From an optimization exercise on the open Yosys and OpenROAD flow, aimed at small area, a short achievable clock period and few clock cycles per item; shortcuts taken in it are not production practice.
The RTL was checked by simulation tests, not by an equivalence proof against the original design.
Power and IR drop assume default switching activity.

==> flow/design.v <==
module pxr_ctx_coder (
    input  wire        clk,
    input  wire        rst,
    input  wire        in_valid,
    output wire        in_ready,
    input  wire        in_init,
    input  wire        in_intr,
    input  wire [15:0] in_x,
    input  wire [15:0] in_a,
    input  wire [15:0] in_b,
    input  wire [15:0] in_c,
    input  wire [15:0] in_d,
    input  wire [3:0]  cfg_delta,
    input  wire [4:0]  cfg_bits,
    input  wire [15:0] cfg_t1,
    input  wire [15:0] cfg_t2,
    input  wire [15:0] cfg_t3,
    output reg         out_valid,
    input  wire        out_ready,
    output reg  [5:0]  out_len,
    output reg  [31:0] out_code,
    output reg  [15:0] out_rec
);
    localparam NCTX = 66;
    localparam AW   = 22;           
    localparam R1   = 2;            
    localparam R2   = 7;            
    reg        rdy;                 
    reg        sv;                  
    reg        ipend;               
    wire       adv = !sv;
    assign in_ready = rdy;
    wire       accept = in_valid && rdy;
    reg [3:0]  p_delta;             
    reg [4:0]  p_bits;
    reg [3:0]  r_delta;
    reg [4:0]  r_bits;
    reg [16:0] r_range;
    reg [4:0]  r_qbits;
    reg [15:0] r_t1, r_t2, r_t3;
    wire [15:0] r_maxv = ~(16'hffff << r_bits);
    wire [4:0]  s_div  = {r_delta, 1'b1};
    reg [AW-1:0] ctx_a [0:NCTX-1];
    reg [5:0]    ctx_n [0:NCTX-1];    
    function [20:0] div_rows;           
        input [4:0]  r_in;
        input [15:0] w_in;
        input [4:0]  s;
        input integer hi;
        input integer lo;
        integer p;
        reg [5:0]  t;
        reg [6:0]  d;
        reg [4:0]  r;
        reg [15:0] w;
        begin
            r = r_in;
            w = w_in;
            for (p = 15; p >= 0; p = p - 1) begin
                if (p <= hi && p >= lo) begin
                    t = {r, w[p]};
                    d = {1'b0, t} - {2'b00, s};
                    if (!d[6]) begin
                        r    = d[4:0];
                        w[p] = 1'b1;
                    end else begin
                        r    = t[4:0];
                        w[p] = 1'b0;
                    end
                end
            end
            div_rows = {r, w};
        end
    endfunction
    function [15:0] mag;
        input [16:0] v;
        begin
            mag = v[16] ? (~v[15:0] + 16'd1) : v[15:0];
        end
    endfunction
    function [1:0] cmp_node;
        input [1:0] hi, lo;
        begin
            cmp_node = {hi[1] | (~hi[0] & lo[1]), hi[0] | (~hi[1] & lo[0])};
        end
    endfunction
    function [1:0] cmp16;
        input [15:0] a, b;
        reg [1:0] l0 [0:15];
        reg [1:0] l1 [0:7];
        reg [1:0] l2 [0:3];
        reg [1:0] l3 [0:1];
        integer j;
        begin
            for (j = 0; j < 16; j = j + 1) l0[j] = {~a[j] & b[j], a[j] & ~b[j]};
            for (j = 0; j < 8; j = j + 1)  l1[j] = cmp_node(l0[2*j+1], l0[2*j]);
            for (j = 0; j < 4; j = j + 1)  l2[j] = cmp_node(l1[2*j+1], l1[2*j]);
            for (j = 0; j < 2; j = j + 1)  l3[j] = cmp_node(l2[2*j+1], l2[2*j]);
            cmp16 = cmp_node(l3[1], l3[0]);
        end
    endfunction
    function [1:0] qz;
        input [15:0] g;
        input [15:0] t1, t2, t3;
        begin
            qz = cmp16(g, t1) >= 2'd2 ? 2'd0 : cmp16(g, t2) >= 2'd2 ? 2'd1 :
                 cmp16(g, t3) >= 2'd2 ? 2'd2 : 2'd3;
        end
    endfunction
    reg        v0, t0, i0;
    reg [15:0] x0, a0, b0, c0, d0;
    wire [16:0] dab = {1'b0, a0} - {1'b0, b0};
    wire [16:0] dcb = {1'b0, c0} - {1'b0, b0};
    wire [16:0] dca = {1'b0, c0} - {1'b0, a0};
    wire [16:0] ddb = {1'b0, d0} - {1'b0, b0};
    wire        ab_gt = !dab[16] && (dab[15:0] != 16'd0);
    wire        c_max = !dca[16] && !dcb[16];                           
    wire        c_min = (dca[16] || dca[15:0] == 16'd0) &&
                        (dcb[16] || dcb[15:0] == 16'd0);                
    wire [15:0] p_abc = a0 + b0 - c0;
    wire [15:0] pred_reg = c_max ? (ab_gt ? b0 : a0) :
                           c_min ? (ab_gt ? a0 : b0) : p_abc;
    wire [15:0] g_ab   = mag(dab);
    wire        intr_a = (g_ab[15:4] == 12'd0) && (g_ab[3:0] <= r_delta);
    wire [15:0] pred   = i0 ? (intr_a ? a0 : b0) : pred_reg;
    wire [6:0]  ctx_l1 = i0 ? (intr_a ? 7'd64 : 7'd65) :
                         {1'b0, qz(mag(ddb), r_t1, r_t2, r_t3),
                                qz(mag(dcb), r_t1, r_t2, r_t3),
                                qz(mag(dca), r_t1, r_t2, r_t3)};
    wire [16:0] x_pd  = {1'b0, x0} + {13'd0, r_delta};
    wire [16:0] x_md  = {1'b0, x0} - {13'd0, r_delta};      
    wire [1:0]  xp_cmp = cmp16(x0, pred);
    wire        e_pos = xp_cmp[0];                       
    wire [16:0] num_p = x_pd - {1'b0, pred};                  
    wire [16:0] num_n = {1'b0, pred} - x_md;                  
    wire [16:0] num_t = {1'b0, r_maxv} + {12'd0, r_delta, 1'b0};
    wire [16:0] num   = t0 ? num_t : e_pos ? num_p : num_n;
    wire [20:0] dv1 = div_rows({4'd0, num[16]}, num[15:0], s_div, 15, 16 - R1);
    reg        v1, t1, pos1;
    reg [6:0]  ctx1;
    reg [15:0] x1;
    reg [4:0]  r1;
    reg [15:0] w1;
    wire [20:0] dv2 = div_rows(r1, w1, s_div, 15 - R1, 16 - R1 - R2);
    reg        v2, t2, pos2;
    reg [6:0]  ctx2;
    reg [15:0] x2;
    reg [4:0]  r2;
    reg [15:0] w2;
    wire [20:0] dv3 = div_rows(r2, w2, s_div, 15 - R1 - R2, 0);
    reg        v3, t3, pos3;
    reg [6:0]  ctx3;
    reg [15:0] x3;
    reg [4:0]  r3;                      
    reg [15:0] q3;                      
    wire [15:0] hm   = r_range[16:1];                    
    wire [1:0]  qh   = cmp16(q3, hm);
    wire        wrap = qh[0] || (qh == 2'b00 && pos3 && !r_range[0]);
    wire [17:0] rmq  = {1'b0, r_range} - {2'b00, q3};     
    wire [17:0] qmr  = {2'b00, q3} - {1'b0, r_range};     
    wire        q_gt = rmq[17];                           
    wire        q_lt = qmr[17];                           
    wire [15:0] aq   = !wrap ? q3 : q_gt ? qmr[15:0] : rmq[15:0];    
    wire        neg  = wrap ? (pos3 ? q_lt : q_gt) : (!pos3 && q3 != 16'd0);
    wire signed [5:0]  dr   = $signed({2'b00, r_delta}) - $signed({1'b0, r3});
    wire signed [17:0] recv = pos3 ? $signed({2'b00, x3}) + dr : $signed({2'b00, x3}) - dr;
    wire [15:0]        rec  = recv[17] ? 16'd0 :
                              (recv[16] || cmp16(recv[15:0], r_maxv) == 2'b01) ? r_maxv : recv[15:0];
    wire [AW-1:0] cur_a  = ctx_a[ctx3];
    wire [5:0]    cur_n6 = ctx_n[ctx3];
    wire [6:0]    cur_n  = {cur_n6 == 6'd0, cur_n6};
    reg  [4:0]    kt;
    integer i;
    always @* begin
        kt = 5'd0;
        for (i = 0; i < 17; i = i + 1)
            if (({{(AW-6){1'b0}}, cur_n} << i) < {1'b0, cur_a})
                kt = i[4:0] + 5'd1;
    end
    wire [4:0]    k      = (kt > r_qbits) ? r_qbits : kt;
    wire [AW:0]   a_sum = {1'b0, cur_a} + {{(AW-15){1'b0}}, aq};
    wire          n64   = (cur_n6 == 6'd0);
    wire [AW-1:0] a_upd = n64 ? a_sum[AW:1] : a_sum[AW-1:0];
    wire [5:0]    n_upd = n64 ? 6'd33 : cur_n6 + 6'd1;
    reg  [4:0]  tq_bits;
    always @* begin
        tq_bits = 5'd0;
        for (i = 0; i < 16; i = i + 1)
            if (q3[i]) tq_bits = i[4:0] + 5'd1;
    end
    wire [10:0]   ta_raw = ({1'b0, q3} + 17'd33) >> 6;
    wire [AW-1:0] ta0    = (ta_raw < 11'd2) ? 2 : ta_raw;
    wire [AW-1:0] wr_a  = t3 ? ta0 : a_upd;
    wire [5:0]    wr_n  = t3 ? 6'd1 : n_upd;
    reg        v4, neg4;
    reg [4:0]  k4;
    reg [15:0] aq4;
    reg [15:0] rec4;
    reg        s_neg;
    reg [4:0]  s_k;
    reg [15:0] s_aq;
    reg [15:0] s_rec;
    wire        f_neg = sv ? s_neg : neg4;
    wire [4:0]  f_k   = sv ? s_k   : k4;
    wire [15:0] f_aq  = sv ? s_aq  : aq4;
    wire [15:0] f_rec = sv ? s_rec : rec4;
    wire [15:0] f_aqm1 = f_aq - 16'd1;
    wire [16:0] mval   = f_neg ? {f_aqm1, 1'b1} : {f_aq, 1'b0};    
    wire [16:0] mval1  = {f_aqm1, !f_neg};                          
    wire [4:0]  umax   = 5'd31 - r_qbits;
    wire [16:0] mhi    = mval >> f_k;
    reg  [5:0]  code_len;
    reg  [31:0] code_bits;
    always @* begin
        if (mhi < {12'd0, umax}) begin
            code_len  = mhi[5:0] + 6'd1 + {1'b0, f_k};
            code_bits = (32'd1 << f_k) | ({15'd0, mval} & ((32'd1 << f_k) - 32'd1));
        end else begin
            code_len  = 6'd32;
            code_bits = (32'd1 << r_qbits) | {15'd0, mval1};
        end
    end
    wire arrive   = adv && v4;                  
    wire out_free = !out_valid || out_ready;
    wire drained  = !v0 && !v1 && !v2 && !v3 && !sv;
    wire inject   = ipend && drained;
    wire sv_next  = sv ? !out_free : (arrive && !out_free);
    wire ip_next  = (accept && in_init) || (ipend && !inject);
    always @(posedge clk) begin
        if (rst) begin
            rdy       <= 1'b0;
            sv        <= 1'b0;
            ipend     <= 1'b0;
            out_valid <= 1'b0;
            v0 <= 1'b0; t0 <= 1'b0;
            v1 <= 1'b0; t1 <= 1'b0;
            v2 <= 1'b0; t2 <= 1'b0;
            v3 <= 1'b0; t3 <= 1'b0;
            v4 <= 1'b0;
        end else begin
            rdy   <= !sv_next && !ip_next;
            sv    <= sv_next;
            ipend <= ip_next;
            if (out_free)
                out_valid <= sv || arrive;
            if (adv) begin
                v0 <= accept && !in_init;
                t0 <= inject;
                v1 <= v0; t1 <= t0;
                v2 <= v1; t2 <= t1;
                v3 <= v2; t3 <= t2;
                v4 <= v3;
            end
        end
    end
    always @(posedge clk) begin
        if (accept && in_init) begin
            r_t1    <= cfg_t1;
            r_t2    <= cfg_t2;
            r_t3    <= cfg_t3;
            p_delta <= cfg_delta;
            p_bits  <= cfg_bits;
        end
        if (inject) begin
            r_delta <= p_delta;
            r_bits  <= p_bits;
        end
        if (adv && t3) begin
            r_range <= {1'b0, q3} + 17'd1;
            r_qbits <= tq_bits;
        end
    end
    always @(posedge clk) begin
        if (adv) begin
            i0 <= in_intr;
            x0 <= in_x; a0 <= in_a; b0 <= in_b; c0 <= in_c; d0 <= in_d;
            pos1 <= e_pos; ctx1 <= ctx_l1; x1 <= x0;
            r1 <= dv1[20:16]; w1 <= dv1[15:0];
            pos2 <= pos1; ctx2 <= ctx1; x2 <= x1;
            r2 <= dv2[20:16]; w2 <= dv2[15:0];
            pos3 <= pos2; ctx3 <= ctx2; x3 <= x2;
            r3 <= dv3[20:16]; q3 <= dv3[15:0];
            neg4 <= neg; k4 <= k; aq4 <= aq; rec4 <= rec;
        end
        if (arrive && (sv || !out_free)) begin
            s_neg <= neg4; s_k <= k4; s_aq <= aq4; s_rec <= rec4;
        end
        if (out_free && (sv || arrive)) begin
            out_len  <= code_len;
            out_code <= code_bits;
            out_rec  <= f_rec;
        end
    end
    wire ctx_we = adv && (t3 || v3);
    integer c;
    always @(posedge clk) begin
        for (c = 0; c < NCTX; c = c + 1)
            if (ctx_we && (t3 || ctx3 == c)) begin
                ctx_a[c] <= wr_a;
                ctx_n[c] <= wr_n;
            end
    end
endmodule
==> flow/flow/run.sh <==
#!/bin/bash
# The standard layout, with two changes: the combinational logic of the
# standard synthesis is re-mapped by ABC from plain gates (the registers are
# left exactly as the standard synthesis made them), and the ports get plain
# buffers instead of delay cells.
set -euo pipefail
W=$(pwd)
R=$W/orfs/results/$FLOW_PLATFORM/pxr_ctx_coder/base
LIB=$FLOW_HOME/platforms/$FLOW_PLATFORM/lib/sky130_fd_sc_hd__tt_025C_1v80.lib
export BUFFER_PORTS_ARGS="-buffer_cell sky130_fd_sc_hd__buf_2"

bash standard.sh synth > synth.log 2>&1

python3 flow/libmodels.py "$LIB" models.v > libmodels.log 2>&1
cp "$R/1_2_yosys.v" std_1_2_yosys.v
sed "s#@LIB@#$LIB#g; s#@TOP@#$FLOW_TOP#g; s#@OUT@#$R/1_2_yosys.v#g" flow/resynth.ys > resynth.ys
YOSYS=$(command -v yosys || echo "$FLOW_HOME/../tools/install/yosys/bin/yosys")
"$YOSYS" -q -l resynth.log resynth.ys > /dev/null 2>&1
rm -f "$R/1_synth.odb" "$R/1_synth.sdc"

bash standard.sh finish > layout.log 2>&1
==> flow/flow/abc.script <==
strash
&get -n
&fraig -x
&put
scorr
dc2
dretime
strash
&get -n
&dch -f
&nf -R 1000
&put
buffer -c
topo
stime -c
upsize -c
dnsize -c
==> flow/flow/libmodels.py <==
# Verilog models of the library's cells for the re-mapping step: combinational
# cells as logic, sequential cells as blackboxes (so registers stay as they are).
import re, sys
lib = open(sys.argv[1]).read()
out = open(sys.argv[2], 'w')

def conv(f):
    f = f.strip().strip('"').replace('!', '~')
    f = re.sub(r'(?<=[\w\)])\s+(?=[\w\(~])', '&', f)   # implicit AND
    return f.replace('*', '&').replace('+', '|')

for c in re.split(r'\n\s*cell\s*\(\s*"?', lib)[1:]:
    name = c.split('"')[0].split(')')[0].strip()
    if not name.startswith('sky130_fd_sc_hd__'):
        continue
    pinfo, seen = [], set()
    for m in re.finditer(r'\n\s*pin\s*\(\s*"?(\w+)"?\s*\)\s*\{', c):
        pn = m.group(1)
        rest = c[m.end():]
        nxt = re.search(r'\n\s*pin\s*\(', rest)
        seg = rest[:nxt.start()] if nxt else rest
        d = re.search(r'direction\s*:\s*"?(\w+)"?', seg)
        fn = re.search(r'\n\s*function\s*:\s*"([^"]*)"', seg)
        if pn in seen:
            continue
        seen.add(pn)
        pinfo.append((pn, d.group(1) if d else 'input', fn.group(1) if fn else None))
    ins = [p for p, d, f in pinfo if d == 'input']
    outs = [(p, f) for p, d, f in pinfo if d == 'output']
    if not outs:
        continue
    bb = bool(re.search(r'\n\s*(ff|latch|statetable)\s*\(', c)) or any(f is None for _, f in outs)
    out.write("\n" + ("(* blackbox *)\n" if bb else "") +
              f"module {name}({', '.join(ins + [p for p, _ in outs])});\n")
    for p in ins:
        out.write(f"  input {p};\n")
    for p, f in outs:
        out.write(f"  output {p};\n")
        if not bb:
            out.write(f"  assign {p} = {conv(f)};\n")
    out.write("endmodule\n")
==> flow/flow/resynth.ys <==
# Re-map the combinational logic of the standard synthesis netlist; the
# registers (blackbox cells here) keep their instances, names and cell types.
read_verilog models.v
read_verilog std_1_2_yosys.v
hierarchy -top @TOP@
flatten
opt -purge
techmap
opt -fast -purge
abc -script flow/abc.script -liberty @LIB@ -dont_use sky130_fd_sc_hd__probe_p_8 -dont_use sky130_fd_sc_hd__probec_p_8 -dont_use sky130_fd_sc_hd__lpflow_bleeder_1 -dont_use sky130_fd_sc_hd__lpflow_clkbufkapwr_1 -dont_use sky130_fd_sc_hd__lpflow_clkbufkapwr_16 -dont_use sky130_fd_sc_hd__lpflow_clkbufkapwr_2 -dont_use sky130_fd_sc_hd__lpflow_clkbufkapwr_4 -dont_use sky130_fd_sc_hd__lpflow_clkbufkapwr_8 -dont_use sky130_fd_sc_hd__lpflow_clkinvkapwr_1 -dont_use sky130_fd_sc_hd__lpflow_clkinvkapwr_16 -dont_use sky130_fd_sc_hd__lpflow_clkinvkapwr_2 -dont_use sky130_fd_sc_hd__lpflow_clkinvkapwr_4 -dont_use sky130_fd_sc_hd__lpflow_clkinvkapwr_8 -dont_use sky130_fd_sc_hd__lpflow_decapkapwr_12 -dont_use sky130_fd_sc_hd__lpflow_decapkapwr_3 -dont_use sky130_fd_sc_hd__lpflow_decapkapwr_4 -dont_use sky130_fd_sc_hd__lpflow_decapkapwr_6 -dont_use sky130_fd_sc_hd__lpflow_decapkapwr_8 -dont_use sky130_fd_sc_hd__lpflow_inputiso0n_1 -dont_use sky130_fd_sc_hd__lpflow_inputiso0p_1 -dont_use sky130_fd_sc_hd__lpflow_inputiso1n_1 -dont_use sky130_fd_sc_hd__lpflow_inputiso1p_1 -dont_use sky130_fd_sc_hd__lpflow_inputisolatch_1 -dont_use sky130_fd_sc_hd__lpflow_isobufsrc_1 -dont_use sky130_fd_sc_hd__lpflow_isobufsrc_16 -dont_use sky130_fd_sc_hd__lpflow_isobufsrc_2 -dont_use sky130_fd_sc_hd__lpflow_isobufsrc_4 -dont_use sky130_fd_sc_hd__lpflow_isobufsrc_8 -dont_use sky130_fd_sc_hd__lpflow_isobufsrckapwr_16 -dont_use sky130_fd_sc_hd__lpflow_lsbuf_lh_hl_isowell_tap_1 -dont_use sky130_fd_sc_hd__lpflow_lsbuf_lh_hl_isowell_tap_2 -dont_use sky130_fd_sc_hd__lpflow_lsbuf_lh_hl_isowell_tap_4 -dont_use sky130_fd_sc_hd__lpflow_lsbuf_lh_isowell_4 -dont_use sky130_fd_sc_hd__lpflow_lsbuf_lh_isowell_tap_1 -dont_use sky130_fd_sc_hd__lpflow_lsbuf_lh_isowell_tap_2 -dont_use sky130_fd_sc_hd__lpflow_lsbuf_lh_isowell_tap_4 -dont_use sky130_fd_sc_hd__fill_1 -dont_use sky130_fd_sc_hd__fill_2 -dont_use sky130_fd_sc_hd__fill_4 -dont_use sky130_fd_sc_hd__fill_8  -D 9500
opt_clean -purge
hilomap -singleton -hicell sky130_fd_sc_hd__conb_1 HI -locell sky130_fd_sc_hd__conb_1 LO
opt_clean -purge
insbuf -buf sky130_fd_sc_hd__buf_4 A X
rename -hide w:*.*
opt_clean -purge
tee -o resynth_stat.txt stat -liberty @LIB@
write_verilog -noattr -nohex -nodec @OUT@
==> flow/standard.sh <==
#!/bin/bash
# synth_recipe.tcl (not shown) runs the flow's synth.tcl, then flattens the netlist and writes it again
# the make line also repeats each setting of config.mk as NAME=value (left out here)
make -C /OpenROAD-flow-scripts/flow DESIGN_CONFIG=/design/flow/config.mk WORK_HOME=/design/flow/orfs CLKGATE_MAP_FILE= SYNTH_SCRIPT=/design/flow/synth_recipe.tcl "${@:-finish}"
==> flow/config.mk <==
export PLATFORM = sky130hd
export DESIGN_NAME = pxr_ctx_coder
export DESIGN_NICKNAME = pxr_ctx_coder
export VERILOG_FILES = /design/flow/design.v
export SDC_FILE = /design/flow/constraint.sdc
export NUM_CORES = 4
export LEC_CHECK = 0
export ABC_AREA = 1
export CAP_MARGIN = 20
export CORE_MARGIN = 2
export CORE_UTILIZATION = 55
export CTS_CLUSTER_DIAMETER = 80
export CTS_CLUSTER_SIZE = 24
export SLEW_MARGIN = 20
==> flow/constraint.sdc <==
create_clock -name core_clock -period 60.0 [get_ports {clk}]
set_input_delay 12.0000 -clock core_clock [delete_from_list [all_inputs] [get_ports {clk}]]
set_output_delay 12.0000 -clock core_clock [all_outputs]
set_load 0.01 [all_outputs]
==> summary.txt, run 1 <==
- Status: no timing/DRC/antenna violations
- WHS Path Cells: 0
- Gr usage total: 40.50%
- Total negative slack: 0 ps
- Syn_area_per_cell: 14.25 um^2
- Inserted Clock Buffers: 115
- Sw Share: 40.66%
- Max cap viols: 0
- WL/cell: 38.95 um
- Layout Skew: 87.09 ps
- Startpoint class of the critical path: register
- Die width: 425.1 um
- Die Height: 425.1 um
- CP bufs+invs: 1
- RSZ-0062 raised after global routing: false
- CP max stage delay: 380 ps
- Final Max Tran Viols: 0
- Share of cells above drive strength 1: 13.41%
- # rows: 154
- Leak: 34.82 nW
- Mapped Cells: 6845
- Port Buffers: 198
- CTS clk-pin slew, worst paths: 90 ps
- Final hold violations: 0
- Clock tree root driver cell: clkbuf_16
- Core ar.: 176100 um^2
- Worst-margin pin slew: 1250 ps
- CP max FO: 3
- Fin util: 61.34%
- Register Area: 68790 um^2
- Crit. path cell count: 1
- Multi-input gate area: 28940 um^2
- Combinational Power Share: 48.2%
- VDD IR max: 0.1936 mV
- Pwr dens: 66.46 nW/um^2
- Peak Freq: 0.07498 GHz
- Min Tclk post-route: 13340 ps
- Crit-path cells: buf_2
- Total grt overflow: 0
- Slew headroom: 16.41%
- Hold WC Path Type: reg2reg
- Largest net degree at the start of global routing: 184
- Net switching power figure: 0.002919 W
- Most frequent cells in the layout: 2282 x edfxtp_1, 474 x nand2_1, 443 x nor2_1, 361 x a222oi_1, 338 x xnor2_1
- Via count: 69910
- WS Path Type: reg2out
- Final setup violation count: 0
- Gp weighted congestion: 0.9190
- H-tree depth: 3
- Crit end category: output port
- Clk pwr share: 12.3%
- Final #Nets: 7317
- Tcrit/Tclk final: 22.23%
- Initial Util: 55.38%
- Io pins: 199
- Commonest non-fill, non-tap cell in the layout: edfxtp_1
- Clock sink count: 2295
- Drt initial violations: 14730
- CTS tree: built
- Remaining antenna violation count: 0
- Pint: 0.004260 W
- R2r worst-path depth: 37
- Resized cells post-CTS: 0
- CP Data Required Time: 48000 ps
- Die Area: 180700 um^2
- Dpl cells: 9396
- Vias in the first global route: 62470
- Synth-to-Final Area Change: 10.75%
- Non-Filler Instances: 9568
- Sequential share of power: 39.5%
- WL final: 372700 um
- CTS Buffer Depth: 3
- Area of the mapped netlist: 97540 um^2
- Skew-Pair Late Insertion Delay: 840 ps
- WHS: 405.3 ps
- Post-CTS setup buffers: 0
- Fillers: 13390
- DRC: 0
- First-pass GRT wire length: 502700 um
- Pre-antenna DRT Iters: 13
- Vias per cell: 7.306
- Top delay family on crit path: flip-flops
- Critical Path Slowest Stage Cell: dfxtp_1
- Crit path DAT: 1340 ps
- Post-cts hold buffer count: 0
- Initial antenna violation count: 18
- Hpwl dp: 230200 um
- Yosys warns: 51
[stage by stage]
stage               instance area, um^2  power [W]  setup slack [ps]
finish                           108000   0.007179             46660
global route                     108000   0.007557             46600
CTS                              107900   0.007128             46610
detailed placement               104600   0.006277             46570
global placement                 104500   0.006197             46600
floorplan                         97540   0.005362             44480
[state kept, by name, summed over array words and instances (netlist names), 17 cells and up]
register  cells
ctx_n       396
out_code     32
ctx_a      1452
r_range      17
[per-layer routing]
metal	share of wire (%)	global-route usage, %
met5	0.0054	0.1058
met4	5.2	15.99
met3	17	14.40
met2	42	57.19
met1	36	57.43
[worst reg2reg max path, delay by kind of cell (launching register included)]
family / cells / cell delay (ps)
adders and majority gates: 10 / 3370
buffers and inverters: 7 / 2140
and+or+nand+nor: 10 / 2860
DFF: 1 / 500
xor gates and xnor gates: 1 / 160
AOI/OAI and AO/OA: 9 / 2060
[layout make-up]
type | count | share of cell area, %
tap | 2340 | 2.710
antenna | 10 | 0.02317
clock buffer | 126 | 2.722
timing repair buffer | 519 | 3.192
multi-input combinational | 4111 | 26.79
inverter | 132 | 0.4749
sequential | 2295 | 63.68
clock inverter | 35 | 0.4077
[power groups by stage]
| stage | clock, W | combinational [W] | sequential [W] |
|---|---|---|---|
| after floorplan | 0 | 0.00243 | 0.00293 |
| after global placement | 0 | 0.00333 | 0.00287 |
| after detailed placement | 0 | 0.00340 | 0.00287 |
| after CTS | 0.000881 | 0.00341 | 0.00284 |
| after global routing | 0.000930 | 0.00378 | 0.00284 |
| final | 0.000881 | 0.00346 | 0.00284 |
[final timing paths]
| path | from | end | slack, ps |
|---|---|---|---|
| worst max-delay path | rdy | in_ready | 46660 |
| worst min-delay path | x1[7] | x2[7] | 410 |
| worst max register to register | ctx3[4] | ctx_a[28][20] | 48470 |
| worst min register to register | x1[7] | x2[7] | 410 |
Testbench counts, summed over its fixed seeds: cycles 63,452, items 63,308.
==> inputs of run 2 (changes only) <==
--- a/flow/config.mk
+++ b/flow/config.mk
@@ -9,6 +9,6 @@
 export CAP_MARGIN = 20
 export CORE_MARGIN = 2
 export CORE_UTILIZATION = 55
-export CTS_CLUSTER_DIAMETER = 80
-export CTS_CLUSTER_SIZE = 24
+export CTS_CLUSTER_DIAMETER = 90
+export CTS_CLUSTER_SIZE = 28
 export SLEW_MARGIN = 20
==> summary.txt, run 2 <==
- Status: no timing/DRC/antenna violations (unchanged)
- Total negative slack: 0 ps (unchanged)
- Max reg flops: 1452 (unchanged)
- Crit-path cells: buf_2 (unchanged)
- Layout Skew: 58.95 ps (was 87.09 ps)
- Final #Nets: 7301 (was 7317)
- Post-route cell area: 107700 um^2 (was 108000 um^2)
- Total grt overflow: 0 (unchanged)
- Multi-input gate area: 28940 um^2 (unchanged)
- Met2 usage: 57.72% (was 57.19%)
- Die width: 425.1 um (unchanged)
- Pre-antenna DRT Iters: 10 (was 13)
- CP max FO: 1 (was 3)
- Mapped Cells: 6845 (unchanged)
- Via count: 69800 (was 69910)
- Worst-margin pin slew: 1251 ps (was 1250 ps)
- Skew-Pair Late Insertion Delay: 840 ps (about the same)
- Drt initial violations: 14700 (was 14730)
- Clk pwr share: 11.7% (was 12.3%)
- Clock sink count: 2295 (unchanged)
- Die Area: 180700 um^2 (unchanged)
- Most frequent cells in the layout: 2282 x edfxtp_1, 474 x nand2_1, 443 x nor2_1, 361 x a222oi_1, 338 x xnor2_1 (unchanged)
- Gr usage total: 40.46% (was 40.50%)
- Final setup violation count: 0 (unchanged)
- Largest net degree at the start of global routing: 184 (unchanged)
- Gp weighted congestion: 0.9190 (unchanged)
- Combinational Power Share: 48.6% (was 48.2%)
- Slew headroom: 14.42% (was 16.41%)
- Yosys warns: 51 (unchanged)
- Peak Freq: 0.07494 GHz (was 0.07498 GHz)
- CTS clk-pin slew, worst paths: 100 ps (was 90 ps)
- Pwr dens: 66.33 nW/um^2 (was 66.46 nW/um^2)
- Most flops, register: ctx_a (unchanged)
- Met1 usage: 57.51% (was 57.43%)
- Initial antenna violation count: 20 (was 18)
- Final hold violations: 0 (unchanged)
- Startpoint class of the critical path: register (unchanged)
- Crit end category: output port (unchanged)
- Area of the mapped netlist: 97540 um^2 (unchanged)
- Placed cell area: 104600 um^2 (unchanged)
- Fillers: 13420 (was 13390)
- Port Buffers: 198 (unchanged)
- CP Data Required Time: 48000 ps (about the same)
- WL final: 372000 um (was 372700 um)
- Min Tclk post-route: 13340 ps (about the same)
- Clock tree root driver cell: clkbuf_16 (unchanged)
- CTS Buffer Depth: 3 (unchanged)
- Pint: 0.004228 W (was 0.004260 W)
- Die Height: 425.1 um (unchanged)
- RSZ-0062 raised after global routing: false (unchanged)
- Register Area: 68790 um^2 (unchanged)
- First-pass GRT wire length: 501900 um (was 502700 um)
- Core ar.: 176100 um^2 (unchanged)
- Leak: 34.65 nW (was 34.82 nW)
- # rows: 154 (unchanged)
- Critical Path Slowest Stage Cell: edfxtp_1 (was dfxtp_1)
- VDD IR max: 0.1926 mV (was 0.1936 mV)
- Sw Share: 40.80% (was 40.66%)
- WL/cell: 38.95 um (about the same)
- Share of cells above drive strength 1: 13.22% (was 13.41%)
- Commonest non-fill, non-tap cell in the layout: edfxtp_1 (unchanged)
- CTS tree: built (unchanged)
- Syn_area_per_cell: 14.25 um^2 (unchanged)
- H-tree depth: 3 (unchanged)
- Remaining antenna violation count: 0 (unchanged)
- Hold WC Path Type: reg2reg (unchanged)
- Io pins: 199 (unchanged)
- M3 GR Usage: 14.03% (was 14.40%)
- Initial Util: 55.38% (unchanged)
- Inserted Clock Buffers: 99 (was 115)
- GR peak layer: met2 (was met1)
- Crit path DAT: 1340 ps (about the same)
- Synth-to-Final Area Change: 10.40% (was 10.75%)
- Post-cts hold buffer count: 0 (unchanged)
- Vias in the first global route: 62220 (was 62470)
- Tcrit/Tclk final: 22.24% (was 22.23%)
- Resized cells post-CTS: 0 (unchanged)
- CP max stage delay: 390 ps (was 380 ps)
- Net switching power figure: 0.002914 W (was 0.002919 W)
- Max cap viols: 0 (unchanged)
- CP bufs+invs: 1 (unchanged)
- Post-CTS setup buffers: 0 (unchanged)
- Hpwl dp: 230200 um (unchanged)
- WS Path Type: reg2out (unchanged)
- Vias per cell: 7.308 (was 7.306)
- Sequential share of power: 39.7% (was 39.5%)
- Final Max Tran Viols: 0 (unchanged)
- Largest registers: ctx_a (1452), ctx_n (396), out_code (32) (unchanged)
- DRC: 0 (unchanged)
- Top delay family on crit path: flip-flops (unchanged)
## run 2: cell count changes in the layout (fill, tap and decap cells not counted), moves of 2 or more
cell	before	now
diode_2	10	17
clkinv_4	3	1
clkbuf_16	116	100
inv_6	7	5
inv_16	5	7
bufinv_16	1	4
clkinv_1	8	3
## run 2: per-stage QoR
| step | util, % | cells | setup WS [ps] | total power (W) | hold slack, ps |
|---|---|---|---|---|---|
| after detailed placement | 59.37 | 9396 | 46570 | 0.006277 | 404.5 |
| after global placement | 59.34 | 9393 | 46600 | 0.006197 | 401.2 |
| after global routing | 61.11 | 9535 | 46590 | 0.007510 | 412.8 |
| after CTS | 61.08 | 9534 | 46620 | 0.007082 | 403.5 |
| final | 61.14 | 9552 | 46660 | 0.007142 | 401.8 |
| after floorplan | - | 6846 | 44480 | 0.005362 | 400.3 |
## run 2: path summary, 6_finish.rpt
check                  start            end  slack, ps  depth (start not counted)
setup reg to reg     ctx3[4]  ctx_a[30][20]      48280                         37
hold reg to reg       x1[10]         x2[10]        400                          0
hold / removal        x1[10]         x2[10]        400                          0
setup / recovery  out_rec[8]     out_rec[8]      46660                          1
## run 2: power by group through the flow
stage	logic [W]	clock network [W]	registers [W]
5_1_grt	0.00378	0.000885	0.00284
3_3_place_gp	0.00333	0	0.00287
4_1_cts	0.00341	0.000837	0.00284
3_5_place_dp	0.00340	0	0.00287
2_1_floorplan	0.00243	0	0.00293
6_report	0.00347	0.000838	0.00284
## run 2: layer usage
layer | vias to the layer above | wire (um)
li1 | 27970 | -
met1 | 34660 | 133900
met2 | 6101 | 155400
met3 | 1067 | 63960
met4 | 8 | 18720
met5 | - | 105
## run 2: area by class of cell
| cell class | count | share of cell area (%) |
|---|---|---|
| repair buffers | 519 | 3.203 |
| well taps | 2340 | 2.719 |
| clock buffers | 109 | 2.355 |
| diodes | 17 | 0.03951 |
| flip-flops and latches | 2295 | 63.88 |
| clock inverters | 29 | 0.4474 |
| multi-input cells | 4111 | 26.88 |
| inverters | 132 | 0.4764 |
==> inputs of run 3 (changes only) <==
==> flow/flow/abc.script (replaced) <==
strash
&get -n
&fraig -x
&put
scorr
dc2
dretime
strash
&get -n
&dch -f
&nf -R 1000
&put
topo
stime -c
upsize -c
dnsize -c
==> summary.txt, run 3 <==
- Most flops, register: ctx_a (unchanged)
- WHS: 402.9 ps (was 401.8 ps)
- Tcrit/Tclk final: 22.28% (was 22.24%)
- Skew-Pair Late Insertion Delay: 860 ps (was 840 ps)
- Initial Util: 55.46% (was 55.38%)
- Crit end category: output port (unchanged)
- Startpoint class of the critical path: register (unchanged)
- Die Area: 178800 um^2 (was 180700 um^2)
- CP Data Required Time: 48000 ps (about the same)
- # rows: 153 (was 154)
- Fillers: 13170 (was 13420)
- Die Height: 422.9 um (was 425.1 um)
- Leak: 34.19 nW (was 34.65 nW)
- Clock sink count: 2295 (unchanged)
- Initial antenna violation count: 19 (was 20)
- WL/cell: 39.03 um (was 38.95 um)
- Post-cts hold buffer count: 0 (unchanged)
- Port Buffers: 198 (unchanged)
- Critical Path Slowest Stage Cell: edfxtp_1 (unchanged)
- Core ar.: 174000 um^2 (was 176100 um^2)
- Drt initial violations: 14210 (was 14700)
- Total grt overflow: 0 (unchanged)
- WS Path Type: reg2out (unchanged)
- Multi-input gate area: 29020 um^2 (was 28940 um^2)
- CTS clk-pin slew, worst paths: 100 ps (about the same)
- Final Max Tran Viols: 0 (unchanged)
- Final #Nets: 7303 (was 7301)
- Fin util: 61.97% (was 61.14%)
- Final setup violation count: 0 (unchanged)
- VDD IR max: 0.1766 mV (was 0.1926 mV)
- Gr usage total: 40.80% (was 40.46%)
- Most frequent cells in the layout: 2282 x edfxtp_1, 471 x nand2_1, 442 x nor2_1, 361 x a222oi_1, 338 x xnor2_1 (was 2282 x edfxtp_1, 474 x nand2_1, 443 x nor2_1, 361 x a222oi_1, 338 x xnor2_1)
- Peak Freq: 0.07482 GHz (was 0.07494 GHz)
- Dpl cells: 9381 (was 9396)
- First-pass GRT wire length: 503200 um (was 501900 um)
- Io pins: 199 (unchanged)
- Layout Skew: 81.26 ps (was 58.95 ps)
- Pwr dens: 67.33 nW/um^2 (was 66.33 nW/um^2)
- Status: no timing/DRC/antenna violations (unchanged)
- Syn_area_per_cell: 14.76 um^2 (was 14.25 um^2)
- RSZ-0062 raised after global routing: false (unchanged)
- CTS tree: built (unchanged)
- Placement Setup Slack: 46050 ps (was 46570 ps)
- CP max FO: 1 (unchanged)
- Crit path DAT: 1370 ps (was 1340 ps)
- Worst-margin pin slew: 1262 ps (was 1251 ps)
- Crit-path cells: buf_2 (unchanged)
- WL final: 372400 um (was 372000 um)
- Largest registers: ctx_a (1452), ctx_n (396), out_code (32) (unchanged)
- Die width: 422.9 um (was 425.1 um)
- Top delay family on crit path: flip-flops (unchanged)
- Non-Filler Instances: 9543 (was 9552)
- Vias in the first global route: 63180 (was 62220)
- Total negative slack: 0 ps (unchanged)
- Pre-antenna DRT Iters: 10 (unchanged)
- H-tree depth: 3 (unchanged)
- Synth-to-Final Area Change: 11.75% (was 10.40%)
- CP max stage delay: 390 ps (about the same)
- Area of the mapped netlist: 96500 um^2 (was 97540 um^2)
- Final Worst Setup Slack: 46630 ps (was 46660 ps)
- Yosys warns: 51 (unchanged)
- Gp weighted congestion: 0.9502 (was 0.9190)
- Resized cells post-CTS: 0 (unchanged)
- Register Area: 68790 um^2 (unchanged)
- Post-CTS setup buffers: 0 (unchanged)
- Largest net degree at the start of global routing: 106 (was 184)
- Min Tclk post-route: 13370 ps (was 13340 ps)
- Mapped Cells: 6537 (was 6845)
- Max reg flops: 1452 (unchanged)
- Inserted Clock Buffers: 101 (was 99)
- Slew headroom: 15.87% (was 14.42%)
- Commonest non-fill, non-tap cell in the layout: edfxtp_1 (unchanged)
- Hold WC Path Type: reg2reg (unchanged)
- Max cap viols: 0 (unchanged)
- Final hold violations: 0 (unchanged)
- CP bufs+invs: 1 (unchanged)
- Share of cells above drive strength 1: 12.81% (was 13.22%)
- Via count: 70020 (was 69800)
- DRC: 0 (unchanged)
- Clock tree root driver cell: clkbuf_16 (unchanged)
- CTS Buffer Depth: 3 (unchanged)
- Vias per cell: 7.337 (was 7.308)
- Remaining antenna violation count: 0 (unchanged)
- Hpwl dp: 231300 um (was 230200 um)
- Flop-to-flop setup slack: 48740 ps (was 48280 ps)
==> run 3: worst paths after layout <==
kind / from / endpoint / depth (start not counted)
worst max-delay path: out_rec[6] / out_rec[6] / 1
worst min-delay path: w1[6] / w2[6] / 0
worst max register to register: r_delta[3] / r3[1] / 48
worst min register to register: w1[6] / w2[6] / 0
==> run 3: final cells by class <==
| cell class | instances | area share (%) |
|---|---|---|
| Clock buffer | 111 | 2.418 |
| Inverter | 132 | 0.5024 |
| Clock inverter | 31 | 0.4595 |
| Tap cell | 2325 | 2.698 |
| Sequential cell | 2295 | 63.79 |
| Antenna cell | 19 | 0.04409 |
| Multi-Input combinational cell | 4111 | 26.91 |
| Timing Repair Buffer | 519 | 3.181 |
==> run 3: per-stage QoR <==
| stage | total power [W] | instance area, um^2 |
|---|---|---|
| floorplan | 0.005358 | 96500 |
| global placement | 0.006275 | 104600 |
| detailed placement | 0.006389 | 104600 |
| CTS | 0.007196 | 107700 |
| global route | 0.007638 | 107800 |
| finish | 0.007261 | 107800 |
==> run 3: layer usage <==
| metal | global-route usage (%) | routed length, um | vias up |
|---|---|---|---|
| met2 | 58.37 | 155600 | 6152 |
| li1 | - | - | 28030 |
| met4 | 17.27 | 20250 | 12 |
| met5 | 0 | 97 | - |
| met3 | 14.01 | 63490 | 1111 |
| met1 | 57.03 | 133000 | 34720 |
==> run 3: power by group <==
| group | internal, W | switching [W] | total [W] |
|---|---|---|---|
| clock network | 0.000334 | 0.000511 | 0.000845 |
| registers | 0.00279 | 0.0000473 | 0.00284 |
| logic | 0.00115 | 0.00243 | 0.00358 |

## static timing again, ports no longer ideal
The flow's constraints put no driver on any port. The routed layouts listed below were extracted and timed again, unchanged, in two steps.
Step 1 assumes that a clkbuf_16 drives the clock port and a buf_2 every other input.
Step 2 adds t to the input delays and takes it off the output delays; t is the mean of the earliest and latest rising clock arrival at the registers after step 1. Input paths then give back, and output paths get back, about the clock's delay inside the block.
Slacks: ideal / step 1 / step 2; pairs: ideal / step 1.
run	t (ns)	setup slack, ns	worst hold slack (ns)	worst slew at a driven data input, ns
run 1	0.891	46.664 / 46.571 / 46.523	0.405 / 0.405 / 0.405	0.05
run 2	0.901	46.656 / 46.568 / 46.558	0.402 / 0.402 / 0.402	0.05
run 3	0.909	46.634 / 46.542 / 46.065	0.403 / 0.403 / 0.403	0.04
After both steps every run listed still meets setup and hold. For run 3, which loses most, drivers alone change the setup slack by -0.092 ns; drivers and shift together by -0.569 ns.
